Context: an optimization exercise on an open-source flow, tuned for small area, a short achievable clock period and few clock cycles. The choices shown serve that exercise and are no tape-out recipe.
In this exercise RTL edits were held to simulation tests only and were not proved equivalent to the original.

[flow/run.sh]
#!/bin/bash
# synth_recipe.tcl (not shown) runs the flow's synth.tcl, then flattens the netlist and writes it again
# the make line also repeats each setting of config.mk as NAME=value (left out here)
make -C /OpenROAD-flow-scripts/flow DESIGN_CONFIG=/design/flow/config.mk WORK_HOME=/design/flow/orfs CLKGATE_MAP_FILE= SYNTH_SCRIPT=/design/flow/synth_recipe.tcl finish
[flow/config.mk]
export PLATFORM = sky130hd
export DESIGN_NAME = clover_chain
export DESIGN_NICKNAME = clover_chain
export VERILOG_FILES = /design/flow/design.v
export SDC_FILE = /design/flow/constraint.sdc
export NUM_CORES = 8
export LEC_CHECK = 0
export ABC_AREA = 1
export CAP_MARGIN = 20
export CORE_MARGIN = 2
export CORE_UTILIZATION = 55
export SLEW_MARGIN = 20
[flow/design.v]
module clover_chain (
    input  wire         clk,
    input  wire         rst,           
    input  wire         clear,         
    input  wire         start,         
    output wire         ready,
    input  wire [15:0]  in_y,          
    input  wire [15:0]  in_r,          
    input  wire [15:0]  in_f,          
    input  wire [15:0]  in_cout,       
    input  wire         in_fb,         
    input  wire         in_preload,    
    input  wire [2:0]   in_hstage,     
    input  wire         in_slewing,    
    input  wire         in_clamp_pos,  
    input  wire         in_clamp_neg,  
    output wire [2:0]   cfg_sel,       
    input  wire [15:0]  cfg_op,        
    input  wire [255:0] cfg_par,       
    output reg          done,
    output reg  [15:0]  out_b,         
    output reg  [3:0]   out_sat        
);
    reg  [2:0] ph;
    reg        ph7;         
    reg  [2:0] sel;         
    reg        run;         
    reg  [7:0] valid;
    reg        rdy;         
    assign ready   = rdy;
    assign cfg_sel = sel;
    wire take = ph7 && start && !clear;
    reg signed [15:0] a_y, a_r, a_f, a_cout, a_e;
    reg        a_fb, a_pre, a_slew, a_cp, a_cn;
    reg [2:0]  a_hs;
    wire [15:0] in_e = in_r - in_y;
    wire signed [16:0] a_cf = {a_cout[15], a_cout} - {a_f[15], a_f};
    reg [11:0]  c_op;
    reg [255:0] c_par;
    wire [3:0] op = c_op[11:8];
    wire [3:0] sa = c_op[7:4];
    wire [3:0] sb = c_op[3:0];
    wire signed [15:0] p1  = c_par[ 15:  0];
    wire signed [15:0] p2  = c_par[ 31: 16];
    wire signed [15:0] p3  = c_par[ 47: 32];
    wire signed [15:0] p4  = c_par[ 63: 48];
    wire signed [15:0] p5  = c_par[ 79: 64];
    wire signed [15:0] p6  = c_par[ 95: 80];
    wire signed [15:0] p7  = c_par[111: 96];
    wire signed [15:0] p8  = c_par[127:112];
    wire signed [15:0] p9  = c_par[143:128];
    wire signed [15:0] p10 = c_par[159:144];
    reg is_gain, is_sum, is_pid, is_bq, is_ll, is_lim, is_rate, is_lut, is_db, is_sel, is_st, is_nz;
    reg is_alu;                        
    reg pid_pre;                       
    reg [12:0] m1sn, m1sb, m2s;        
    reg        m2pre;                  
    reg [15:0] m1c, m2c, kc;           
    reg [12:0] kxs;                    
    wire [3:0] nop = cfg_op[15:12];
    wire act = run && is_nz;
    reg [95:0] ring [0:6];
    reg        vcur;        
    wire [95:0] hw = vcur ? ring[0] : 96'd0;
    wire signed [15:0] h_x = hw[15:0];
    wire signed [39:0] h_b = hw[55:16];
    wire signed [39:0] h_a = hw[95:56];
    reg [15:0] lring [0:7];
    reg signed [15:0] prev;           
    reg        anynz;
    reg [3:0]  satcnt;
    reg [12:0] xs, zs;
    wire [7:0] vnx = (clear || rst) ? 8'd0 : (valid | ({7'd0, act} << ph));
    function [12:0] srcdec;
        input [3:0] s;
        input [7:0] v;
        input [2:0] hd;                   
        reg [2:0] j;
        begin
            j = s[2:0] - hd;
            srcdec = 13'd0;
            case (s)
                4'h0: srcdec[0] = 1'b1;
                4'h1: srcdec[1] = 1'b1;
                4'h2: srcdec[2] = 1'b1;
                4'h3: srcdec[3] = 1'b1;
                4'h4: srcdec[4] = 1'b1;
                4'h8, 4'h9, 4'hA, 4'hB, 4'hC, 4'hD, 4'hE, 4'hF:
                    srcdec[5 + j] = v[s[2:0]];
                default: ;
            endcase
        end
    endfunction
    function [15:0] srcmux;
        input [12:0] s;
        input        nz;
        input [15:0] pv, e, y, r, f, l0, l1, l2, l3, l4, l5, l6, l7;
        begin
            srcmux = ({16{s[0]}} & pv) | ({16{s[1]}} & e) |
                     ({16{s[2]}} & y) | ({16{s[3]}} & r) | ({16{s[4]}} & f) |
                     ({16{s[5]}} & l0) | ({16{s[6]}} & l1) | ({16{s[7]}} & l2) | ({16{s[8]}} & l3) |
                     ({16{s[9]}} & l4) | ({16{s[10]}} & l5) | ({16{s[11]}} & l6) | ({16{s[12]}} & l7);
        end
    endfunction
    wire signed [15:0] x = srcmux(xs, anynz, prev, a_e, a_y, a_r, a_f,
                                  lring[0], lring[1], lring[2], lring[3], lring[4], lring[5], lring[6], lring[7]);
    wire signed [15:0] z = srcmux(zs, anynz, prev, a_e, a_y, a_r, a_f,
                                  lring[0], lring[1], lring[2], lring[3], lring[4], lring[5], lring[6], lring[7]);
    wire [2:0]  shv = is_pid ? p10[2:0] : is_gain ? p2[2:0] : 3'd0;
    wire [3:0]  kk  = 4'd15 - {1'b0, shv};
    wire [42:0] rc  = 43'd1 << (kk - 4'd1);
    wire [3:0]  ln = {~x[15], x[14:12]};
    wire [11:0] lr = x[11:0];
    wire        lb = (lr < {ln, ln, ln}) || (ln == 4'd15);
    wire [15:0] lbase = {lr, 4'd0} - {4'd0, lr} + {12'd0, ln} - {ln, 12'd0};
    wire        lxm = (x == 16'sh7FFF);
    reg [15:0] lq0, lq1, lq2;
    integer lj;
    always @* begin
        lq0 = 16'd0;
        lq1 = 16'd0;
        lq2 = 16'd0;
        for (lj = 0; lj < 16; lj = lj + 1) begin
            if (lj > 0)  lq0 = lq0 | ({16{ln == lj}} & c_par[16*lj-16 +: 16]);
            lq1 = lq1 | ({16{ln == lj}} & c_par[16*lj +: 16]);
            if (lj < 15) lq2 = lq2 | ({16{ln == lj}} & c_par[16*lj+16 +: 16]);
        end
    end
    wire [15:0] lp1 = lb ? lq0 : lq1;                  
    wire [16:0] lda = {lq1[15], lq1} - {lq0[15], lq0};
    wire [16:0] ldb = {lq2[15], lq2} - {lq1[15], lq1};
    wire [16:0] ldp = lb ? lda : ldb;                  
    wire signed [15:0] xp = pid_pre ? h_x : x;
    wire [15:0] m2x = srcmux(m2s, anynz, prev, a_e, a_y, a_r, a_f,
                             lring[0], lring[1], lring[2], lring[3], lring[4], lring[5], lring[6], lring[7])
                      | ({16{m2pre}} & h_x);
    wire [16:0] m2m = {m2x[15], m2x};
    wire [8*43-1:0] m2r;
    wire [42:0]     m2k;
    cc_booth #(.CW(16), .MW(17), .OW(43), .SH(0)) u_m2 (
        .c(m2c), .m(m2m), .neg(1'b0), .rows(m2r), .corr(m2k));
    wire [42:0] ydk = is_pid ? {{3{h_a[39]}}, h_a} : (is_bq || is_ll) ? {{3{h_b[39]}}, h_b} : 43'd0;
    wire [42:0] vs, vc;
    cc_csa #(.N(10), .W(43)) u_tv (.in({ydk, m2k, m2r}), .s(vs), .c(vc));
    wire [15:0] m1xn = srcmux(m1sn, anynz, prev, a_e, a_y, a_r, a_f,
                              lring[0], lring[1], lring[2], lring[3], lring[4], lring[5], lring[6], lring[7]);
    wire [15:0] m1xb = srcmux(m1sb, anynz, prev, a_e, a_y, a_r, a_f,
                              lring[0], lring[1], lring[2], lring[3], lring[4], lring[5], lring[6], lring[7]);
    wire [16:0] m1m = {m1xb, 1'b0} | {m1xn[15], m1xn};
    wire [8*43-1:0] m1r;
    wire [42:0]     m1k;
    cc_booth #(.CW(16), .MW(17), .OW(43), .SH(0)) u_m1 (
        .c(m1c), .m(m1m), .neg(1'b0), .rows(m1r), .corr(m1k));
    wire [42:0] yrc = rc;
    wire [42:0] ts, tc;
    cc_csa #(.N(20), .W(43)) u_tt (.in({ydk, yrc, m2k, m1k, m2r, m1r}), .s(ts), .c(tc));
    wire [42:0] vsum = vs + vc;
    wire        wpos = is_pid && (vsum[40:39] == 2'b01);
    wire        wneg = is_pid && (vsum[40:39] == 2'b10);
    wire [39:0] pdn  = vsum[39:0];
    wire signed [31:0] ist = h_b[31:0];
    wire signed [31:0] pil = {p8[15], p8, 15'd0};
    wire signed [31:0] pih = {p9[15], p9, 15'd0};
    wire signed [31:0] icl = !vcur ? 32'sd0 : (ist < pil) ? pil : (ist > pih) ? pih : ist;
    wire signed [31:0] pka = pid_pre ? pil : icl;
    wire [42:0] k1 = is_pid ? {{11{pka[31]}}, pka} : 43'd0;
    wire [42:0] k2 = {{11{pih[31]}}, pih};
    wire [42:0] y1s = ts ^ tc ^ k1;
    wire [42:0] y1c = ((ts & tc) | (ts & k1) | (tc & k1)) << 1;
    wire [42:0] y2s = ts ^ tc ^ k2;
    wire [42:0] y2c = ((ts & tc) | (ts & k2) | (tc & k2)) << 1;
    wire [42:0] y1r = y1s + y1c;
    wire [42:0] y2r = y2s + y2c;
    wire [2:0]  wadj = {2'b00, wneg} - {2'b00, wpos};
    wire signed [42:0] y1 = {y1r[42:40] + wadj, y1r[39:0]};
    wire signed [42:0] y2 = {y2r[42:40] + wadj, y2r[39:0]};
    wire signed [42:0] pcf  = $signed(a_cf) <<< kk;
    wire signed [42:0] pcfr = pcf | $signed(rc);
    wire signed [42:0] phs  = ($signed(p7) <<< kk) | $signed(rc);
    wire signed [42:0] pls  = ($signed(p6) <<< kk) | $signed(rc);
    wire [42:0] e1c = y1r + ~pcfr;         
    wire [42:0] e2c = y2r - pcfr;
    wire [42:0] e1h = y1r + ~phs;
    wire [42:0] e1l = y1r - pls;
    wire [42:0] e2h = y2r + ~phs;
    wire [42:0] e2l = y2r - pls;
    wire [2:0]  t1c = e1c[42:40] + wadj;
    wire [2:0]  t2c = e2c[42:40] + wadj;
    wire [2:0]  t1h = e1h[42:40] + wadj;
    wire [2:0]  t1l = e1l[42:40] + wadj;
    wire [2:0]  t2h = e2h[42:40] + wadj;
    wire [2:0]  t2l = e2l[42:40] + wadj;
    wire pc1 = !t1c[2];                    
    wire pc2 = t2c[2];                     
    wire d1h = !t1h[2];
    wire d1l = t1l[2];
    wire d2h = !t2h[2];
    wire d2l = t2l[2];
    wire dch = a_cf > p7;
    wire dcl = a_cf < p6;
    wire ps1 = !pid_pre || pc1;
    wire ps2 = !ps1 && pc2;
    wire pdh = ps1 ? d1h : ps2 ? d2h : dch;
    wire pdl = ps1 ? d1l : ps2 ? d2l : dcl;
    wire [42:0] y1sh = y1r >> kk;
    wire [42:0] y2sh = y2r >> kk;
    wire [15:0] pr   = ps1 ? y1sh[15:0] : ps2 ? y2sh[15:0] : a_cf[15:0];
    wire signed [15:0] pid_y = pdh ? p7 : pdl ? p6 : pr;
    wire signed [42:0] psr = ps1 ? y1 : ps2 ? y2 : pcfr;
    wire signed [31:0] pmid = pcf[31:0] + rc[31:0] + pil - y1r[31:0];
    wire signed [31:0] pip  = !pid_pre ? icl : pc1 ? pil : pc2 ? pih : pmid;
    wire [42:0] y1rsh = y1r >> kk;
    wire [15:0] vr   = y1rsh[15:0];
    wire [42:0] ysx  = y1r ^ {43{y1r[42]}};
    wire [42:0] ysm  = ysx >> ({1'b0, kk} + 5'd15);
    wire gs_ovf = (ysm != 43'd0);
    wire fq_neg = y1r[39] && (y1r[38:14] != 25'd0);
    wire fq_hi  = !fq_neg && (y1r[39:30] != 10'd0);
    wire fq_lo  = fq_neg && (y1r[39:30] != 10'h3FF);
    wire st_hi  = (is_bq || is_ll) ? fq_hi : (gs_ovf && !y1r[42]);
    wire st_lo  = (is_bq || is_ll) ? fq_lo : (gs_ovf && y1r[42]);
    wire st_sat = is_st && (st_hi || st_lo);
    wire signed [15:0] st_y = st_hi ? 16'sh7FFF : st_lo ? 16'sh8000 : vr;
    wire [15:0] kx  = srcmux(kxs, anynz, prev, a_e, a_y, a_r, a_f,
                             lring[0], lring[1], lring[2], lring[3], lring[4], lring[5], lring[6], lring[7])
                      | ({16{is_bq}} & h_x);
    wire [17:0] lmc = is_lut ? {2'b00, lbase} : {{2{kc[15]}}, kc};
    wire [16:0] lmm = is_lut ? ldp : {kx[15], kx};
    wire [9*35-1:0] lmr;
    wire [34:0]     lmk;
    cc_booth #(.CW(18), .MW(17), .OW(35), .SH(0)) u_ml (
        .c(lmc), .m(lmm), .neg(1'b0), .rows(lmr), .corr(lmk));
    wire        lbl = is_lut && lb;
    wire [34:0] lcb = lbl ? ~{{18{ldp[16]}}, ldp} : 35'd0;
    wire [34:0] lcx = (is_lut && lxm) ? {{2{ldp[16]}}, ldp, 16'd0} : 35'd0;
    wire [34:0] lcn = is_lut ? {19'd0, 15'd16380, lbl} : 35'd0;
    wire [34:0] lzs, lzc;
    cc_csa #(.N(13), .W(35)) u_tl (.in({lcx, lcb, lcn, lmk, lmr}), .s(lzs), .c(lzc));
    wire [34:0] lz = lzs + lzc;
    wire signed [17:0] lh = lz[33:16];
    wire [19:0] le0 = {{2{lh[17]}}, lh} + {4'd0, lz[15:0]};
    wire [19:0] le1 = {{2{lh[17]}}, lh} + {4'd0, lz[15:0]} - 20'd65535;
    wire lg_p = !le1[19];
    wire lg_n = le0[19];
    wire [15:0] lph  = lp1 + lh[15:0];
    wire [15:0] lphp = lp1 + lh[15:0] + 16'd1;
    wire [15:0] lphm = lp1 + lh[15:0] - 16'd1;
    wire signed [15:0] lut_y = lg_p ? lphp : lg_n ? lphm : lph;
    wire signed [16:0] ryr = h_x + p1;         
    wire signed [16:0] ryf = h_x - p2;         
    wire signed [16:0] q1 = is_rate ? ryr : is_sel ? {z[15], z} : {p1[15], p1};
    wire signed [16:0] q2 = is_rate ? ryf : is_db ? -{p1[15], p1} : {p2[15], p2};
    wire signed [17:0] c1 = {{2{x[15]}}, x} - {q1[16], q1};
    wire signed [17:0] c2 = {{2{x[15]}}, x} - {q2[16], q2};
    wire c1n = c1[17];
    wire c1p = !c1[17] && (c1 != 18'sd0);
    wire c2n = c2[17];
    wire c2p = !c2[17] && (c2 != 18'sd0);
    reg signed [15:0] alu_y;
    always @* begin
        if (is_lim)
            alu_y = c1n ? p1 : c2p ? p2 : x;
        else if (is_db)
            alu_y = c1p ? c1[15:0] : c2n ? c2[15:0] : 16'sd0;
        else if (is_rate)
            alu_y = c1p ? ryr[15:0] : c2n ? ryf[15:0] : x;
        else if (p1 == 16'sd0)
            alu_y = c1n ? x : z;
        else if (p1 == 16'sd1)
            alu_y = c1p ? x : z;
        else
            alu_y = a_fb ? x : z;
    end
    wire signed [15:0] y_out = ({16{is_st}} & st_y) | ({16{is_pid}} & pid_y) |
                               ({16{is_lut}} & lut_y) | ({16{is_alu}} & alu_y);
    wire ki_nz  = (p2 != 16'sd0) && (x != 16'sd0);
    wire ki_neg = p2[15] ^ x[15];
    wire p_omit = a_slew || (a_cp && ki_nz && !ki_neg) || (a_cn && ki_nz && ki_neg);
    reg        u_bq, u_ll, u_pid, u_rate;
    reg [15:0] u_x;
    reg [39:0] u_a;                   
    reg [42:0] u_b;                   
    reg [31:0] u_i;                   
    reg        u_dh, u_dl;
    reg [15:0] u_c1, u_c2, u_c3, u_um;
    reg [31:0] u_k;                   
    reg        u_om;                  
    reg [2:0]  u_sh;
    wire [39:0] u_acc = u_a - 40'd16384;
    wire [39:0] uma   = u_pid ? u_a : u_acc;
    wire [3:0]  ukk   = 4'd15 - {1'b0, u_sh};
    wire [42:0] urc   = 43'd1 << (ukk - 4'd1);
    wire [42:0] uums  = (({{27{u_um[15]}}, u_um}) << ukk) | urc;
    wire [42:0] udl   = u_b - uums;
    wire [42:0] umb   = u_pid ? udl : u_b;
    wire [15:0] ucb   = (u_pid && !(u_dh || u_dl)) ? 16'd0 : u_c2;
    wire [8*55-1:0] uar;
    wire [54:0]     uak;
    cc_booth #(.CW(16), .MW(40), .OW(55), .SH(0)) u_ma (
        .c(u_c1), .m(uma), .neg(!u_pid), .rows(uar), .corr(uak));
    wire [8*55-1:0] usr;
    wire [54:0]     usk;
    cc_booth #(.CW(16), .MW(16), .OW(55), .SH(15)) u_sa (
        .c(u_c3), .m(u_x), .neg(u_pid), .rows(usr), .corr(usk));
    wire [54:0] ucl = u_ll ? 55'd32767 : 55'd0;
    wire [54:0] uas, uac;
    cc_csa #(.N(19), .W(55)) u_ta (.in({ucl, usk, uak, usr, uar}), .s(uas), .c(uac));
    wire [54:0] asum = uas + uac;
    wire [8*60-1:0] ubr;
    wire [59:0]     ubk;
    cc_booth #(.CW(16), .MW(43), .OW(60), .SH(0)) u_mb (
        .c(ucb), .m(umb), .neg(1'b1), .rows(ubr), .corr(ubk));
    wire [59:0] bxk = (u_pid && u_om) ? 60'd0 : {{13{u_k[31]}}, u_k, 15'd0};
    wire [59:0] bx1 = u_pid ? {{13{u_i[31]}}, u_i, 15'd0} : u_bq ? 60'd16383 : 60'd0;
    wire [59:0] bxs = u_bq ? {5'd0, uas} : 60'd0;
    wire [59:0] bxc = u_bq ? {5'd0, uac} : 60'd0;
    wire [59:0] ubs, ubc;
    cc_csa #(.N(13), .W(60)) u_tb (.in({bxc, bxs, bx1, bxk, ubk, ubr}), .s(ubs), .c(ubc));
    wire [59:0] bsum = ubs + ubc;
    wire [44:0] bsh  = bsum[59:15];
    wire        bovf = (bsh[44:31] != {14{bsh[44]}});
    wire [31:0] inew = bovf ? {bsh[44], {31{!bsh[44]}}} : bsh[31:0];
    reg [95:0] u_word;
    always @* begin
        if (u_bq)
            u_word = {u_acc, bsum[53:14], u_x};
        else if (u_ll)
            u_word = {u_a, asum[54:15], u_x};
        else if (u_pid)
            u_word = {asum[54:15], {8{inew[31]}}, inew, u_x};
        else
            u_word = {u_a, u_b[39:0], u_x};
    end
    wire        nz_nx  = !ph7 && (anynz || act);
    wire [12:0] xs_nx  = srcfix(srcdec(cfg_op[11:8], vnx, sel), nz_nx);
    wire [12:0] zs_nx  = srcfix(srcdec(cfg_op[7:4], vnx, sel), nz_nx);
    wire        pre_nx = ph7 ? (in_preload && (in_hstage == 3'd0)) : (a_pre && (a_hs == sel));
    function [12:0] srcfix;
        input [12:0] s;
        input        nz;
        srcfix = {s[12:2], s[1] | (s[0] & !nz), s[0] & nz};
    endfunction
    integer i;
    always @(posedge clk) begin
        c_op  <= cfg_op[15:4];
        c_par <= cfg_par;
        is_gain <= (nop == 4'h1);
        is_sum  <= (nop == 4'h2);
        is_pid  <= (nop == 4'h3);
        is_bq   <= (nop == 4'h4);
        is_ll   <= (nop == 4'h5);
        is_lim  <= (nop == 4'h6);
        is_rate <= (nop == 4'h7);
        is_lut  <= (nop == 4'h8);
        is_db   <= (nop == 4'h9);
        is_sel  <= (nop >= 4'hA);
        is_st   <= (nop == 4'h1) || (nop == 4'h2) || (nop == 4'h4) || (nop == 4'h5);
        is_alu  <= (nop == 4'h6) || (nop == 4'h7) || (nop >= 4'h9);
        is_nz   <= (nop != 4'h0);
        xs      <= xs_nx;
        pid_pre <= pre_nx;
        m1sn    <= (nop == 4'h4) ? 13'd0 : xs_nx;
        m1sb    <= (nop == 4'h4) ? xs_nx : 13'd0;
        m2s     <= (nop == 4'h2) ? zs_nx : ((nop == 4'h3) && !pre_nx) ? xs_nx : 13'd0;
        m2pre   <= (nop == 4'h3) && pre_nx;
        m1c     <= ((nop >= 4'h1) && (nop <= 4'h5)) ? cfg_par[15:0] : 16'd0;
        m2c     <= (nop == 4'h2) ? cfg_par[31:16] : (nop == 4'h3) ? cfg_par[47:32] : 16'd0;
        kc      <= (nop == 4'h3) ? cfg_par[31:16] : (nop == 4'h4) ? cfg_par[47:32] : 16'd0;
        kxs     <= (nop == 4'h3) ? xs_nx : 13'd0;
        zs      <= zs_nx;
        for (i = 0; i < 6; i = i + 1)
            ring[i] <= ring[i + 1];
        ring[6] <= u_word;
        for (i = 0; i < 7; i = i + 1)
            lring[i] <= lring[i + 1];
        lring[7] <= act ? y_out : lring[0];
        u_bq   <= act && is_bq;
        u_ll   <= act && is_ll;
        u_pid  <= act && is_pid;
        u_rate <= act && is_rate;
        u_x    <= (act && is_rate) ? y_out : (act && (is_bq || is_ll || is_pid)) ? x : h_x;
        u_a    <= (act && is_pid) ? pdn : (act && (is_bq || is_ll)) ? y1[39:0] : h_a;
        u_b    <= (act && is_pid) ? psr : (act && is_bq) ? {{3{h_a[39]}}, h_a} : {{3{h_b[39]}}, h_b};
        u_i    <= is_pid ? pip : {{16{h_x[15]}}, h_x};
        u_dh   <= pdh;
        u_dl   <= pdl;
        u_c1   <= is_ll ? p3 : p4;
        u_c2   <= p5;
        u_c3   <= is_pid ? p3 : p2;
        u_k    <= lz[31:0];
        u_om   <= p_omit;
        u_um   <= pdh ? p7 : p6;
        u_sh   <= p10[2:0];
        if (ph7) begin
            a_y <= in_y; a_r <= in_r; a_f <= in_f; a_cout <= in_cout; a_e <= in_e;
            a_fb <= in_fb; a_pre <= in_preload; a_hs <= in_hstage; a_slew <= in_slewing;
            a_cp <= in_clamp_pos; a_cn <= in_clamp_neg;
        end
        done <= 1'b0;
        if (act) begin
            prev   <= y_out;
            anynz  <= 1'b1;
            satcnt <= satcnt + {3'd0, st_sat};
            valid[ph] <= 1'b1;
        end
        if (ph7) begin
            done    <= run;
            out_b   <= act ? y_out : anynz ? prev : 16'sd0;
            out_sat <= satcnt + {3'd0, act && st_sat};
            run     <= take;
            anynz   <= 1'b0;
            satcnt  <= 4'd0;
        end
        ph  <= ph + 3'd1;
        ph7 <= (ph == 3'd6);
        rdy <= (sel == 3'd7);
        sel <= ph + 3'd2;
        vcur <= vnx[sel];
        if (clear || rst) begin
            valid <= 8'd0;
            ph    <= 3'd7;
            ph7   <= 1'b1;
            rdy   <= 1'b1;
            sel   <= 3'd0;
            vcur  <= 1'b0;
        end
        if (rst) begin
            run  <= 1'b0;
            done <= 1'b0;
        end
    end
endmodule
module cc_booth #(parameter CW = 16, parameter MW = 16, parameter OW = 34, parameter SH = 0) (
    input  wire [CW-1:0]          c,
    input  wire [MW-1:0]          m,
    input  wire                   neg,
    output wire [(CW/2)*OW-1:0]   rows,
    output wire [OW-1:0]          corr
);
    localparam ND = CW / 2;
    wire [CW:0] ce = {c, 1'b0};
    wire [MW:0] m1 = {m[MW-1], m};
    wire [MW:0] m2 = {m, 1'b0};
    wire [ND-1:0] ng;
    genvar i;
    generate
        for (i = 0; i < ND; i = i + 1) begin : dg
            wire [2:0] d = ce[2*i +: 3];
            wire [2:0] e = d ^ {3{neg}};
            reg [MW:0] v;
            always @* begin
                case (e)
                    3'b001, 3'b010: v = m1;
                    3'b011:         v = m2;
                    3'b100:         v = ~m2;
                    3'b101, 3'b110: v = ~m1;
                    default:        v = {(MW+1){1'b0}};
                endcase
            end
            assign ng[i] = e[2] & ~(e[1] & e[0]);
            wire [MW+1:0] r = {~v[MW], v[MW-1:0]};
            wire [OW+MW+2+2*ND+SH:0] rs = {{(OW+2*ND+SH+1){1'b0}}, r} << (2*i + SH);
            assign rows[i*OW +: OW] = rs[OW-1:0];
        end
    endgenerate
    function [OW-1:0] kconst;
        input integer dummy;
        integer j;
        reg [OW+MW+2*ND+SH+2:0] k;
        begin
            k = 0;
            for (j = 0; j < ND; j = j + 1)
                k = k - ({{(OW+MW+2*ND+SH+2){1'b0}}, 1'b1} << (MW + 2*j + SH));
            kconst = k[OW-1:0];
        end
    endfunction
    wire [OW+2*ND+SH+1:0] ngv;
    generate
        for (i = 0; i < ND; i = i + 1) begin : ngb
            assign ngv[2*i+SH] = ng[i];
            assign ngv[2*i+SH+1] = 1'b0;
        end
        if (SH > 0) begin : lo
            assign ngv[SH-1:0] = {SH{1'b0}};
        end
        assign ngv[OW+2*ND+SH+1:2*ND+SH] = {(OW+2){1'b0}};
    endgenerate
    assign corr = kconst(0) | ngv[OW-1:0];
endmodule
module cc_csa #(parameter N = 9, parameter W = 34) (
    input  wire [N*W-1:0] in,
    output wire [W-1:0]   s,
    output wire [W-1:0]   c
);
    function integer rows_at;
        input integer lvl;
        integer i, n;
        begin
            n = N;
            for (i = 0; i < lvl; i = i + 1)
                n = (n / 3) * 2 + (n % 3);
            rows_at = n;
        end
    endfunction
    function integer levels;
        input integer dummy;
        integer n, l;
        begin
            n = N;
            l = 0;
            while (n > 2) begin
                n = (n / 3) * 2 + (n % 3);
                l = l + 1;
            end
            levels = l;
        end
    endfunction
    localparam L = levels(0);
    wire [N*W-1:0] lv [0:L];
    assign lv[0] = in;
    genvar l, g;
    generate
        for (l = 0; l < L; l = l + 1) begin : lev
            localparam NI = rows_at(l);
            localparam NG = NI / 3;
            localparam NR = NI % 3;
            for (g = 0; g < NG; g = g + 1) begin : grp
                wire [W-1:0] a = lv[l][(3*g)*W +: W];
                wire [W-1:0] b = lv[l][(3*g+1)*W +: W];
                wire [W-1:0] d = lv[l][(3*g+2)*W +: W];
                wire [W-1:0] mj = (a & b) | (a & d) | (b & d);
                assign lv[l+1][(2*g)*W +: W] = a ^ b ^ d;
                assign lv[l+1][(2*g+1)*W +: W] = {mj[W-2:0], 1'b0};
            end
            for (g = 0; g < NR; g = g + 1) begin : pas
                assign lv[l+1][(2*NG+g)*W +: W] = lv[l][(3*NG+g)*W +: W];
            end
            if (2*NG+NR < N) begin : fill
                assign lv[l+1][N*W-1:(2*NG+NR)*W] = {((N-2*NG-NR)*W){1'b0}};
            end
        end
    endgenerate
    assign s = lv[L][W-1:0];
    generate
        if (rows_at(L) > 1) begin : two
            assign c = lv[L][2*W-1:W];
        end else begin : one
            assign c = {W{1'b0}};
        end
    endgenerate
endmodule
[flow/constraint.sdc]
create_clock -name core_clock -period 70.0 [get_ports {clk}]
set_input_delay 14.0000 -clock core_clock [delete_from_list [all_inputs] [get_ports {clk}]]
set_output_delay 14.0000 -clock core_clock [all_outputs]
set_load 0.01 [all_outputs]
==> metrics.yaml, run 1 <==
status: "failed layout checks"
checkFailReasons: "antenna rules, capacitance limit, slew limit"
vias: 192000
post-route-util: 0.600
timing.rr.start: "xs[2]$_DFF_P_"
rows: 206
syn_inst: 23600
drc: 0
grt_pass1_wl_mm: 1300
ios: 373
die_area_mm2: 0.322
max_freq_mhz: 53.2
drt_wl_total_mm: 949
r2r_setup_slack_ps: 51220
rr_endpoint: "out_b[6]$_DFFE_PP_"
h-tree-depth: 4
insertion_delay_ps: 1000
vias_per_cell: 6.90
drv_cap: 1
grt_antenna_before_repair: 101
post-place-ws_ps: 51810
dp_hpwl_mm: 753
die_h_um: 567
tightest_slew_ps: 1720
ys_warn_count: 13
worst_setup_path_start_kind: "flop"
cts_sinks: 1580
root_buffer: "clkbuf_16"
area_growth_pct: 8.54
ys.flop_type: "dfxtp_1"
path_clk_slew_ps: 60
die_w_um: 567
cts_tree: "yes"
yosysSeqAreaShare: 0.188
cpMostUsedCell: "nand2_1"
syn_area_mm2: 0.174
avgSynthCellArea_um2: 7.39
cp.arrival_ps: 19530
slew_headroom: -0.159
whs_endpoint: "ring[2][86]$_DFF_P_"
finalHoldViolCount: 0
ant_nets: 1
grt-ovfl-total: 0
ctsHoldBuffers: 0
fin_worst_skew_ps: 139
async_flop_share: 0
grt_usage: 0.568
hp-class: "reg -> reg"
numCtsBuffers: 165
drt_pass1_iterations: 24
initial_utilization: 0.553
setup_viol: 0
io_buffers: 368
worst_r2r_path_depth: 66
cts_setup_buffers: 0
min_period_ps: 18780
max_stage_delay_ps: 840
worst-path-max-fanout: 35
synth.ff_latch_count: 1580
criticalPathCategory: "reg -> reg"
drtIter0Drc: 38900
end_kind: "flop"
core_mm2: 0.315
grt_pass1_vias: 177000
ctsResizeCount: 0
clock_path_buffers: 4
finalCritPeriodShare: 0.268
grt_max_degree: 80
nets: 26800
ys_types: 83
synth-edff-count: 124
gp_congestion: 1.19
wl_per_cell_um: 34.1
holdPathStages: 0
drive_above_1_share: 0.0495
crit_required_ps: 70740
rsz0062_at_grt: "no"
drv_slew: 4
worst_path_max_delay_cell: "clkinv_1"
holdCritStartpoint: "ring[3][86]$_DFF_P_"
finalSetupTns_ps: 0
setup_ws_ps: 51220
==> worst max path at each step <==
| stage | cells after the start | end | startpoint |
|---|---|---|---|
| 5_1_grt | 72 | out_b[9]$_DFFE_PP_ | xs[2]$_DFF_P_ |
| 3_5_place_dp | 23 | a_e[15]$_DFFE_PP_ | in_y[2] |
| 4_1_cts | 71 | out_b[6]$_DFFE_PP_ | xs[2]$_DFF_P_ |
| 6_report | 66 | out_b[6]$_DFFE_PP_ | xs[2]$_DFF_P_ |
| 3_3_place_gp | 23 | a_e[15]$_DFFE_PP_ | in_y[2] |
| 2_1_floorplan | 22 | a_e[15]$_DFFE_PP_ | in_y[2] |
==> per-stage QoR <==
stage                     std cells  cell area [um2]  hold WS [ps]
final                         27800           189000           286
after global routing          27800           189000           305
after detailed placement      27400           183000           312
after global placement        27400           183000           310
after floorplan               23600           174000           310
after CTS                     27700           189000           301
==> routing by layer <==
| layer | vias to the layer above | track usage | wire length (um) |
|---|---|---|---|
| met5 | - | 0.0195 | 1060 |
| li1 | 79500 | - | - |
| met3 | 5262 | 0.298 | 170000 |
| met1 | 89200 | 0.674 | 322000 |
| met2 | 18300 | 0.741 | 349000 |
| met4 | 57 | 0.490 | 108000 |
==> state kept, by name (all words and copies together) (netlist names), 32 cells and up <==
register,flops
c_par,256
lring,128
ring,672
u_a,40
u_b,43
u_i,32
u_k,32
==> final cells by class <==
class / count / area [um2]
multi-input combinational: 16700 / 122000
clock inverter: 79 / 975
timing repair buffer: 932 / 7930
tap: 4160 / 5200
clock buffer: 217 / 4650
antenna: 110 / 275
sequential: 1580 / 32900
inverter: 4040 / 15200
fill: 28500 / 126000
==> layout by cell type (no fill, tap or decap), types with 48 or more instances in the layout <==
cell	count
nor3_1	151
buf_4	557
o211ai_1	212
fa_1	1523
a221o_1	217
ha_1	1444
nor2_2	49
a221oi_1	595
nor4_1	64
o21ai_0	1470
o2111ai_1	114
o221ai_1	350
xnor2_1	150
a22o_1	65
o21ai_1	75
nand2_1	4346
xor2_1	281
diode_2	110
clkinv_1	63
nand4_1	194
a22oi_1	181
inv_1	3936
edfxtp_1	124
o22ai_1	975
a211oi_1	64
dfxtp_1	1448
a31oi_1	74
or2_2	48
o21bai_1	48
a21o_1	66
clkbuf_16	169
nor2_1	1459
clkdlybuf4s50_1	368
a21oi_1	1262
nand3_1	763
==> cells in the mapped netlist, types with 75 or more instances <==
library cell	n	area, um2
xor2_1	290	2540
nor3_1	159	796
buf_1	90	338
o211ai_1	212	1590
a31oi_1	75	469
a221oi_1	595	5210
o21ai_0	1529	7650
nand3_1	766	3830
nor2_1	1489	5590
a22oi_1	181	1360
o2111ai_1	116	1020
o22ai_1	978	6120
fa_1	1523	30500
nand4_1	194	1210
o221ai_1	350	3070
inv_1	3944	14800
edfxtp_1	124	3720
nand2_1	4360	16400
dfxtp_1	1456	29100
xnor2_1	156	1370
ha_1	1444	18100
a221o_1	217	2170
a21oi_1	1265	6330
clkbuf_1	1106	4150
==> critical path: cells and delay by family, from the launching register on <==
kind                     cells  cell delay [ps]
XOR/XNOR                     2              720
buffers and inverters        8             2370
AND/OR/NAND/NOR             33             6860
flip-flops                   1              700
AO/OA/AOI/OAI               15             4110
adder cells (fa/ha/maj)      8             3720
==> cell families (layout without fill, tap and decap cells) <==
group	after synthesis	count (layout)	share of synthesized area
adder cells (fa/ha/maj)	2968	2968	0.278
XOR/XNOR	449	449	0.0227
buffers and inverters	5309	5268	0.115
other	2	141	0.0000431
AND/OR/NAND/NOR	7234	7234	0.171
flip-flops	1580	1580	0.188
multiplexers	30	30	0.00172
AO/OA/AOI/OAI	6018	6018	0.223
Testbench counts, summed over its fixed seeds: cycles 49,400.
==> run 2: changes to the inputs <==
--- a/flow/design.v
+++ b/flow/design.v
@@ -140,8 +140,10 @@
     cc_booth #(.CW(16), .MW(17), .OW(43), .SH(0)) u_m2 (
         .c(m2c), .m(m2m), .neg(1'b0), .rows(m2r), .corr(m2k));
     wire [42:0] ydk = is_pid ? {{3{h_a[39]}}, h_a} : (is_bq || is_ll) ? {{3{h_b[39]}}, h_b} : 43'd0;
-    wire [42:0] vs, vc;
-    cc_csa #(.N(10), .W(43)) u_tv (.in({ydk, m2k, m2r}), .s(vs), .c(vc));
+    wire [40:0] vs, vc;
+    cc_csa #(.N(10), .W(41)) u_tv (.in({ydk[40:0], m2k[40:0], m2r[7*43 +: 41], m2r[6*43 +: 41],
+        m2r[5*43 +: 41], m2r[4*43 +: 41], m2r[3*43 +: 41], m2r[2*43 +: 41], m2r[43 +: 41], m2r[0 +: 41]}),
+        .s(vs), .c(vc));
     wire [15:0] m1xn = srcmux(m1sn, anynz, prev, a_e, a_y, a_r, a_f,
                               lring[0], lring[1], lring[2], lring[3], lring[4], lring[5], lring[6], lring[7]);
     wire [15:0] m1xb = srcmux(m1sb, anynz, prev, a_e, a_y, a_r, a_f,
@@ -154,7 +156,7 @@
     wire [42:0] yrc = rc;
     wire [42:0] ts, tc;
     cc_csa #(.N(20), .W(43)) u_tt (.in({ydk, yrc, m2k, m1k, m2r, m1r}), .s(ts), .c(tc));
-    wire [42:0] vsum = vs + vc;
+    wire [40:0] vsum = vs + vc;
     wire        wpos = is_pid && (vsum[40:39] == 2'b01);
     wire        wneg = is_pid && (vsum[40:39] == 2'b10);
     wire [39:0] pdn  = vsum[39:0];
@@ -292,7 +294,7 @@
     wire [42:0] urc   = 43'd1 << (ukk - 4'd1);
     wire [42:0] uums  = (({{27{u_um[15]}}, u_um}) << ukk) | urc;
     wire [42:0] udl   = u_b - uums;
-    wire [42:0] umb   = u_pid ? udl : u_b;
+    wire [40:0] umb   = u_pid ? udl[40:0] : u_b[40:0];    
     wire [15:0] ucb   = (u_pid && !(u_dh || u_dl)) ? 16'd0 : u_c2;
     wire [8*55-1:0] uar;
     wire [54:0]     uak;
@@ -306,20 +308,20 @@
     wire [54:0] uas, uac;
     cc_csa #(.N(19), .W(55)) u_ta (.in({ucl, usk, uak, usr, uar}), .s(uas), .c(uac));
     wire [54:0] asum = uas + uac;
-    wire [8*60-1:0] ubr;
-    wire [59:0]     ubk;
-    cc_booth #(.CW(16), .MW(43), .OW(60), .SH(0)) u_mb (
+    wire [8*57-1:0] ubr;
+    wire [56:0]     ubk;
+    cc_booth #(.CW(16), .MW(41), .OW(57), .SH(0)) u_mb (
         .c(ucb), .m(umb), .neg(1'b1), .rows(ubr), .corr(ubk));
-    wire [59:0] bxk = (u_pid && u_om) ? 60'd0 : {{13{u_k[31]}}, u_k, 15'd0};
-    wire [59:0] bx1 = u_pid ? {{13{u_i[31]}}, u_i, 15'd0} : u_bq ? 60'd16383 : 60'd0;
-    wire [59:0] bxs = u_bq ? {5'd0, uas} : 60'd0;
-    wire [59:0] bxc = u_bq ? {5'd0, uac} : 60'd0;
-    wire [59:0] ubs, ubc;
-    cc_csa #(.N(13), .W(60)) u_tb (.in({bxc, bxs, bx1, bxk, ubk, ubr}), .s(ubs), .c(ubc));
-    wire [59:0] bsum = ubs + ubc;
-    wire [44:0] bsh  = bsum[59:15];
-    wire        bovf = (bsh[44:31] != {14{bsh[44]}});
-    wire [31:0] inew = bovf ? {bsh[44], {31{!bsh[44]}}} : bsh[31:0];
+    wire [56:0] bxk = (u_pid && u_om) ? 57'd0 : {{10{u_k[31]}}, u_k, 15'd0};
+    wire [56:0] bx1 = u_pid ? {{10{u_i[31]}}, u_i, 15'd0} : u_bq ? 57'd16383 : 57'd0;
+    wire [56:0] bxs = u_bq ? {2'd0, uas} : 57'd0;
+    wire [56:0] bxc = u_bq ? {2'd0, uac} : 57'd0;
+    wire [56:0] ubs, ubc;
+    cc_csa #(.N(13), .W(57)) u_tb (.in({bxc, bxs, bx1, bxk, ubk, ubr}), .s(ubs), .c(ubc));
+    wire [56:0] bsum = ubs + ubc;
+    wire [41:0] bsh  = bsum[56:15];
+    wire        bovf = (bsh[41:31] != {11{bsh[41]}});
+    wire [31:0] inew = bovf ? {bsh[41], {31{!bsh[41]}}} : bsh[31:0];
     reg [95:0] u_word;
     always @* begin
         if (u_bq)
--- a/flow/config.mk
+++ b/flow/config.mk
@@ -6,7 +6,7 @@
 export NUM_CORES = 8
 export LEC_CHECK = 0
 export ABC_AREA = 1
-export CAP_MARGIN = 20
+export CAP_MARGIN = 40
 export CORE_MARGIN = 2
-export CORE_UTILIZATION = 55
-export SLEW_MARGIN = 20
+export CORE_UTILIZATION = 40
+export SLEW_MARGIN = 30
==> metrics.yaml, run 2 <==
grt_pass1_wl_mm: 1340
top_register: "ring"
end_kind: "flop"
status: "finished clean"
max_stage_delay_ps: 820
ys.flop_type: "dfxtp_1"
nets: 26900
regArea_mm2: 0.0329
area_growth_pct: 10.8
slew_headroom: 0.209
grt_pass1_vias: 169000
cpMostUsedCell: "nand2_1"
setup_ws_ps: 51160
die_w_um: 663
grt_usage: 0.431
hp-class: "reg -> reg"
insertion_delay_ps: 1010
core_mm2: 0.434
drc: 0
ys_warn_count: 13
ctsHoldBuffers: 0
final_common_cell: "nand2_1"
io_buffers: 368
h-tree-depth: 4
criticalPathCategory: "reg -> reg"
multi_input_area_mm2: 0.122
drv_slew: 0
grt_antenna_before_repair: 146
synth_top_area_cell: "fa_1"
dp_hpwl_mm: 795
worst_path_max_delay_cell: "a21oi_1"
synth_common_cells: "4,377 x nand2_1, 3,916 x inv_1, 1,507 x o21ai_0, 1,504 x fa_1, 1,454 x dfxtp_1"
vias: 183000
gp_congestion: 1.11
cts_setup_buffers: 0
tightest_slew_ps: 1190
ant_nets: 0
wl_per_cell_um: 33.1
ys_types: 87
die_area_mm2: 0.440
drt_wl_total_mm: 982
numCtsBuffers: 174
hold_slack_ps: 251
drive_above_1_share: 0.0600
finalSetupTns_ps: 0
fin_worst_skew_ps: 171
synth.top_cell.area_share: 0.173
final_cell_mix: "4,357 x nand2_1, 3,910 x inv_1, 1,504 x fa_1"
layout.cells.non_filler: 29600
cts_sinks: 1578
initial_utilization: 0.401
path_delay_family: "simple AND/OR/NAND/NOR gates"
synth_area_leaders: "fa_1 17%, dfxtp_1 17%, ha_1 10%"
n_fill_cell: 45200
syn_area_mm2: 0.174
clock_path_buffers: 4
reg_top3: "ring (672), c_par (256), lring (128)"
rows: 242
finalInstanceArea_mm2: 0.193
avgSynthCellArea_um2: 7.39
crit_required_ps: 70690
grt_max_degree: 85
crit_buf_inv: 14
largest_reg_flops: 672
vias_per_cell: 6.18
syn_inst: 23500
ios: 373
drv_cap: 0
yosysMostFrequentCell: "nand2_1"
drtIter0Drc: 27200
die_h_um: 663
finalCritPeriodShare: 0.269
finalHoldViolCount: 0
cp.arrival_ps: 19530
path_clk_slew_ps: 60
synth-edff-count: 124
worst_setup_path_start_kind: "flop"
dpl-instance-area_mm2: 0.186
drt_pass1_iterations: 10
worst-path-max-fanout: 52
grt-ovfl-total: 0
placedCellCount: 29100
async_flop_share: 0
post-place-ws_ps: 51640
synth.ff_latch_count: 1578
min_period_ps: 18840
setup_viol: 0
rsz0062_at_grt: "no"
cts_tree: "yes"
ctsResizeCount: 0
yosysSeqAreaShare: 0.189
root_buffer: "clkbuf_16"
max_freq_mhz: 53.1
[run 2: changes by cell type in the layout (fill, tap and decap cells not counted), sizes merged, moves of 41 or more]
cell    previous run  this run
nand4            194       236
o22ai            978       937
a221oi           595       538
diode            110       216
a221o            217       173
nor2            1525      1447
buf              562       709
[run 2: cell families after synthesis]
logic type                 count (synthesis)  share of synthesized area
muxes                                     25                    0.00144
xor gates and xnor gates                 442                     0.0225
DFF                                     1578                      0.189
buffers and inverters                   5296                      0.116
AOI/OAI and AO/OA                       5905                      0.218
other                                      2                  0.0000432
and+or+nand+nor                         7344                      0.176
adders and majority gates               2947                      0.277
[run 2: path summary, 6_finish.rpt]
kind | startpoint | endpoint | slack [ps] | cells past startpoint
max | vcur$_SDFF_PP0_ | out_b[8]$_DFFE_PP_ | 51160 | 63
min | ring[2][73]$_DFF_P_ | ring[1][73]$_DFF_P_ | 250 | 0
max reg2reg | vcur$_SDFF_PP0_ | out_b[8]$_DFFE_PP_ | 51160 | 63
min reg2reg | ring[2][73]$_DFF_P_ | ring[1][73]$_DFF_P_ | 250 | 0
[run 2: final cells by class]
class                   count  share of cell area
inverters                4028              0.0785
well taps                5734              0.0372
clock buffers             234              0.0262
repair buffers           1083              0.0481
diodes                    216             0.00280
multi-input cells       16700               0.632
clock inverters            80             0.00505
flip-flops and latches   1578               0.171
[run 2: through the flow]
stage	utilization
floorplan	-
global placement	0.426
detailed placement	0.428
CTS	0.442
global route	0.444
finish	0.444
[run 2: metal layers]
| metal | GRT usage | up-vias | routed length (um) |
|---|---|---|---|
| met3 | 0.154 | 2509 | 130000 |
| met5 | 0.00629 | - | 893 |
| li1 | - | 79600 | - |
| met2 | 0.593 | 12400 | 384000 |
| met4 | 0.316 | 72 | 86400 |
| met1 | 0.550 | 88700 | 381000 |
Testbench counts of run 2, summed over its fixed seeds: cycles 49,400.
==> run 3: changes to the inputs <==
--- a/flow/config.mk
+++ b/flow/config.mk
@@ -6,7 +6,7 @@
 export NUM_CORES = 8
 export LEC_CHECK = 0
 export ABC_AREA = 1
-export CAP_MARGIN = 40
+export CAP_MARGIN = 50
 export CORE_MARGIN = 2
 export CORE_UTILIZATION = 40
-export SLEW_MARGIN = 30
+export SLEW_MARGIN = 50
==> metrics.yaml, run 3 <==
clock_path_buffers: 4
crit_required_ps: 70790
die_w_um: 663
final_common_cell: "nand2_1"
synth.ff_latch_count: 1578
syn_area_mm2: 0.174
placedCellCount: 29000
die_h_um: 663
synth_top_area_cell: "fa_1"
nets: 26800
grt_pass1_wl_mm: 1340
synth.top_cell.area_share: 0.173
worst_path_max_delay_cell: "a221oi_1"
rows: 242
finalCritPeriodShare: 0.261
path_clk_slew_ps: 60
r2r_setup_slack_ps: 51700
drv_cap: 0
syn_inst: 23500
largest_reg_flops: 672
timing.rr.start: "vcur$_SDFF_PP0_"
finalHoldViolCount: 0
setup_ws_ps: 51700
numCtsBuffers: 176
initial_utilization: 0.401
ys.flop_type: "dfxtp_1"
yosysSeqAreaShare: 0.189
cts_sinks: 1578
ctsResizeCount: 0
layout.cells.non_filler: 29600
top_register: "ring"
drive_above_1_share: 0.0642
synth_common_cells: "4,377 x nand2_1, 3,916 x inv_1, 1,507 x o21ai_0, 1,504 x fa_1, 1,454 x dfxtp_1"
ctsHoldBuffers: 0
startpoint: "vcur$_SDFF_PP0_"
final_cell_mix: "4,344 x nand2_1, 3,884 x inv_1, 1,504 x fa_1"
grt_usage: 0.430
yosysMostFrequentCell: "nand2_1"
ant_nets: 0
cts_tree: "yes"
area_growth_pct: 10.9
cts_setup_buffers: 0
core_mm2: 0.434
reg_top3: "ring (672), c_par (256), lring (128)"
min_period_ps: 18300
slew_headroom: 0.377
post-place-ws_ps: 52590
vias_per_cell: 6.20
status: "finished clean"
finalSetupTns_ps: 0
finalInstanceArea_mm2: 0.193
grt-ovfl-total: 0
worst_setup_path_start_kind: "flop"
dpl-instance-area_mm2: 0.186
rsz0062_at_grt: "no"
criticalPathCategory: "reg -> reg"
n_fill_cell: 45100
worst_r2r_path_depth: 60
grt_max_degree: 85
grt_antenna_before_repair: 156
io_buffers: 368
fin_worst_skew_ps: 168
hp-class: "reg -> reg"
synth_area_leaders: "fa_1 17%, dfxtp_1 17%, ha_1 10%"
gp_congestion: 1.11
vias: 183000
h-tree-depth: 4
drv_slew: 0
root_buffer: "clkbuf_16"
max_freq_mhz: 54.7
ys_types: 87
drt_pass1_iterations: 12
async_flop_share: 0
dp_hpwl_mm: 795
setup_viol: 0
drt_wl_total_mm: 982
max_stage_delay_ps: 660
ys_warn_count: 13
drc: 0
cp.arrival_ps: 19090
drtIter0Drc: 27100
wl_per_cell_um: 33.2
ios: 373
die_area_mm2: 0.440
cpMostUsedCell: "nand2_1"
end_kind: "flop"
insertion_delay_ps: 1000
synth-edff-count: 124
cp-endpoint: "out_b[12]$_DFFE_PP_"
grt_pass1_vias: 169000
worst-path-max-fanout: 26
avgSynthCellArea_um2: 7.39
rr_endpoint: "out_b[12]$_DFFE_PP_"
tightest_slew_ps: 929
[run 3: cell count changes in the layout (fill, tap and decap cells not counted), moves of 25 or more]
cell     delta
inv_1      -26
xor2_1     -25
xor2_2     +25
o21ai_0    -43
buf_4      -40
o21ai_1    +32
nor2_1     -36
nor2_2     +27
[run 3: area by class of cell]
cell class,instances,area [um2],share of cell area
multi-input cells,16700,123000,0.636
well taps,5734,7170,0.0372
flip-flops and latches,1578,32900,0.170
diodes,206,515,0.00267
inverters,4028,15100,0.0785
repair buffers,1002,8540,0.0443
clock buffers,249,5080,0.0264
clock inverters,73,942,0.00489
[run 3: stage by stage]
step,hold WS (ps),util
after CTS,263,0.443
after detailed placement,312,0.429
after global routing,291,0.444
after global placement,310,0.426
after floorplan,310,-
final,272,0.445
[run 3: worst min path at each step]
stage	from	to	cells after the start
floorplan	ring[1][0]$_DFF_P_	ring[0][0]$_DFF_P_	0
global placement	ring[3][14]$_DFF_P_	ring[2][14]$_DFF_P_	0
detailed placement	ring[6][11]$_DFF_P_	ring[5][11]$_DFF_P_	0
CTS	ring[2][35]$_DFF_P_	ring[1][35]$_DFF_P_	0
global route	ring[6][32]$_DFF_P_	ring[5][32]$_DFF_P_	0
finish	ring[2][35]$_DFF_P_	ring[1][35]$_DFF_P_	0
[run 3: per-layer routing]
metal	GRT usage	wire, um
met3	0.149	130000
met2	0.592	384000
met5	0.00282	603
met1	0.551	379000
met4	0.320	87800
[run 3: cell families after synthesis]
kind of cell | count (synthesis) | synth area share
compound gates | 5905 | 0.218
simple gates | 7344 | 0.176
xor+xnor | 442 | 0.0225
fa+ha+maj | 2947 | 0.277
other cells | 2 | 0.0000432
buf+inv | 5296 | 0.116
flops | 1578 | 0.189
mux | 25 | 0.00144
[run 3: critical path: cells and delay by family, from the launching register on]
| kind | cells | cell delay (ps) |
|---|---|---|
| AOI/OAI and AO/OA | 8 | 2480 |
| xor gates and xnor gates | 2 | 800 |
| adders and majority gates | 11 | 5280 |
| buffers and inverters | 9 | 3080 |
| DFF | 1 | 610 |
| and+or+nand+nor | 30 | 5580 |
==> run 4: changes to the inputs <==
--- a/flow/config.mk
+++ b/flow/config.mk
@@ -8,5 +8,5 @@
 export ABC_AREA = 1
 export CAP_MARGIN = 50
 export CORE_MARGIN = 2
-export CORE_UTILIZATION = 40
+export CORE_UTILIZATION = 45
 export SLEW_MARGIN = 50
==> metrics.yaml, run 4 <==
ant_nets: 0
io_buffers: 368
dp_hpwl_mm: 778
criticalPathCategory: "reg -> reg"
ys_warn_count: 13
setup_viol: 0
insertion_delay_ps: 1020
synth-edff-count: 124
core_mm2: 0.385
ys_types: 87
grtUsageMet3: 0.193
initial_utilization: 0.452
die_h_um: 626
cts_sinks: 1578
syn_area_mm2: 0.174
avgSynthCellArea_um2: 7.39
drc: 0
root_buffer: "clkbuf_16"
cpMostUsedCell: "nand2_1"
startpoint: "vcur$_SDFF_PP0_"
finalHoldViolCount: 0
end_kind: "flop"
reg_top3: "ring (672), c_par (256), lring (128)"
clock_path_buffers: 4
final_cell_mix: "4,335 x nand2_1, 3,884 x inv_1, 1,502 x fa_1"
crit_required_ps: 70760
hold_slack_ps: 265
grt_pass1_wl_mm: 1320
ios: 373
yosysMostFrequentCell: "nand2_1"
synth.ff_latch_count: 1578
ctsResizeCount: 0
max_freq_mhz: 54.9
finalCritPeriodShare: 0.260
drt_wl_total_mm: 965
slew_headroom: 0.370
cts_setup_buffers: 0
grt_pass1_vias: 168000
vias_per_cell: 6.37
worst-path-max-fanout: 43
wl_per_cell_um: 33.6
final_common_cell: "nand2_1"
drtIter0Drc: 28200
rows: 228
busiest_layer: "met2"
min_period_ps: 18220
grt_util_met1: 0.612
grt_usage: 0.479
worst_r2r_path_depth: 63
synth_area_leaders: "fa_1 17%, dfxtp_1 17%, ha_1 10%"
yosysSeqAreaShare: 0.189
status: "finished clean"
area_growth_pct: 10.3
tightest_slew_ps: 945
grt-ovfl-total: 0
holdPathStages: 0
top_register: "ring"
n_fill_cell: 39000
vias: 183000
path_clk_slew_ps: 70
cp.arrival_ps: 18980
synth_top_area_cell: "fa_1"
cp-endpoint: "u_x[13]$_DFF_P_"
rsz0062_at_grt: "no"
drive_above_1_share: 0.0650
hp-class: "reg -> reg"
die_w_um: 626
worst_path_max_delay_cell: "fa_1"
numCtsBuffers: 176
nets: 26800
grt_use_met2: 0.643
grt_antenna_before_repair: 121
drv_slew: 0
worst_setup_path_start_kind: "flop"
synth.top_cell.area_share: 0.173
drt_pass1_iterations: 10
finalSetupTns_ps: 0
syn_inst: 23500
ys.flop_type: "dfxtp_1"
fin_worst_skew_ps: 169
async_flop_share: 0
h-tree-depth: 4
ctsHoldBuffers: 0
rr_endpoint: "u_x[13]$_DFF_P_"
max_stage_delay_ps: 640
drv_cap: 0
timing.rr.start: "vcur$_SDFF_PP0_"
largest_reg_flops: 672
die_area_mm2: 0.391
cts_tree: "yes"
synth_common_cells: "4,377 x nand2_1, 3,916 x inv_1, 1,507 x o21ai_0, 1,504 x fa_1, 1,454 x dfxtp_1"
r2r_setup_slack_ps: 51780
grt_max_degree: 89
gp_congestion: 1.14
-- run 4: cell families (layout without fill, tap and decap cells) --
kind of cell             count (synthesis)  in the layout  share of synthesized area
XOR/XNOR                               442            442                     0.0225
buffers and inverters                 5296           5333                      0.116
AND/OR/NAND/NOR                       7344           7344                      0.176
adder cells (fa/ha/maj)               2947           2947                      0.277
other                                    2            129                  0.0000432
flip-flops                            1578           1578                      0.189
multiplexers                            25             25                    0.00144
AO/OA/AOI/OAI                         5905           5905                      0.218
-- run 4: routing by layer --
metal / vias to the layer above / part of all wire
met5: - / 0.00044
met4: 62 / 0.090
met3: 2763 / 0.15
met2: 13000 / 0.38
met1: 88100 / 0.38
li1: 79300 / -
-- run 4: area by class of cell --
class | count | area [um2] | share of cell area
inverters | 4028 | 15100 | 0.0789
repair buffers | 984 | 8450 | 0.0441
diodes | 96 | 240 | 0.00125
well taps | 5060 | 6330 | 0.0330
clock buffers | 239 | 5060 | 0.0264
flip-flops and latches | 1578 | 32900 | 0.171
multi-input cells | 16700 | 123000 | 0.640
clock inverters | 82 | 1060 | 0.00550
-- run 4: metrics by stage --
step	instances	area (um2)	setup WS [ps]	util
2_1_floorplan	23600	174000	53940	-
3_3_place_gp	28300	184000	52370	0.477
3_5_place_dp	28300	185000	52810	0.480
4_1_cts	28600	191000	52730	0.496
5_1_grt	28700	192000	51520	0.498
6_report	28800	192000	51780	0.498
-- run 4: how the worst min path moves through the flow --
stage,endpoint,from
floorplan,ring[0][0]$_DFF_P_,ring[1][0]$_DFF_P_
global placement,ring[2][15]$_DFF_P_,ring[3][15]$_DFF_P_
detailed placement,ring[4][4]$_DFF_P_,ring[5][4]$_DFF_P_
CTS,ring[4][33]$_DFF_P_,ring[5][33]$_DFF_P_
global route,ring[2][33]$_DFF_P_,ring[3][33]$_DFF_P_
finish,ring[0][76]$_DFF_P_,ring[1][76]$_DFF_P_
-- run 4: critical path, delay by kind of cell, from the launching register on --
family	cells	cell delay (ps)
flops	1	610
fa+ha+maj	11	5220
simple gates	30	5290
xor+xnor	2	350
compound gates	8	2490
buf+inv	12	3800

re-timing with driven ports:
The results above use ideal ports. As a check the final layouts listed here were re-extracted and re-timed, cells and wires unchanged.
Step 1 assumes that a clkbuf_16 drives the clock port and a buf_2 every other input.
Step 2 adds t to the input delays and takes it off the output delays; t is the mean of the earliest and latest rising clock arrival at the registers after step 1. Input paths then give back, and output paths get back, about the clock's delay inside the block.
Slacks: ideal ports / drivers / drivers and shift; pairs: ideal ports / drivers.
run	t, ns	slack for setup (ns)	slew at the worst register clock pin (ns)
run 1	1.059	51.216 / 51.216 / 51.216	0.10 / 0.10
run 2	1.067	51.160 / 51.160 / 51.160	0.09 / 0.09
run 3	1.054	51.704 / 51.704 / 51.704	0.09 / 0.09
run 4	1.075	51.783 / 51.783 / 51.783	0.08 / 0.08
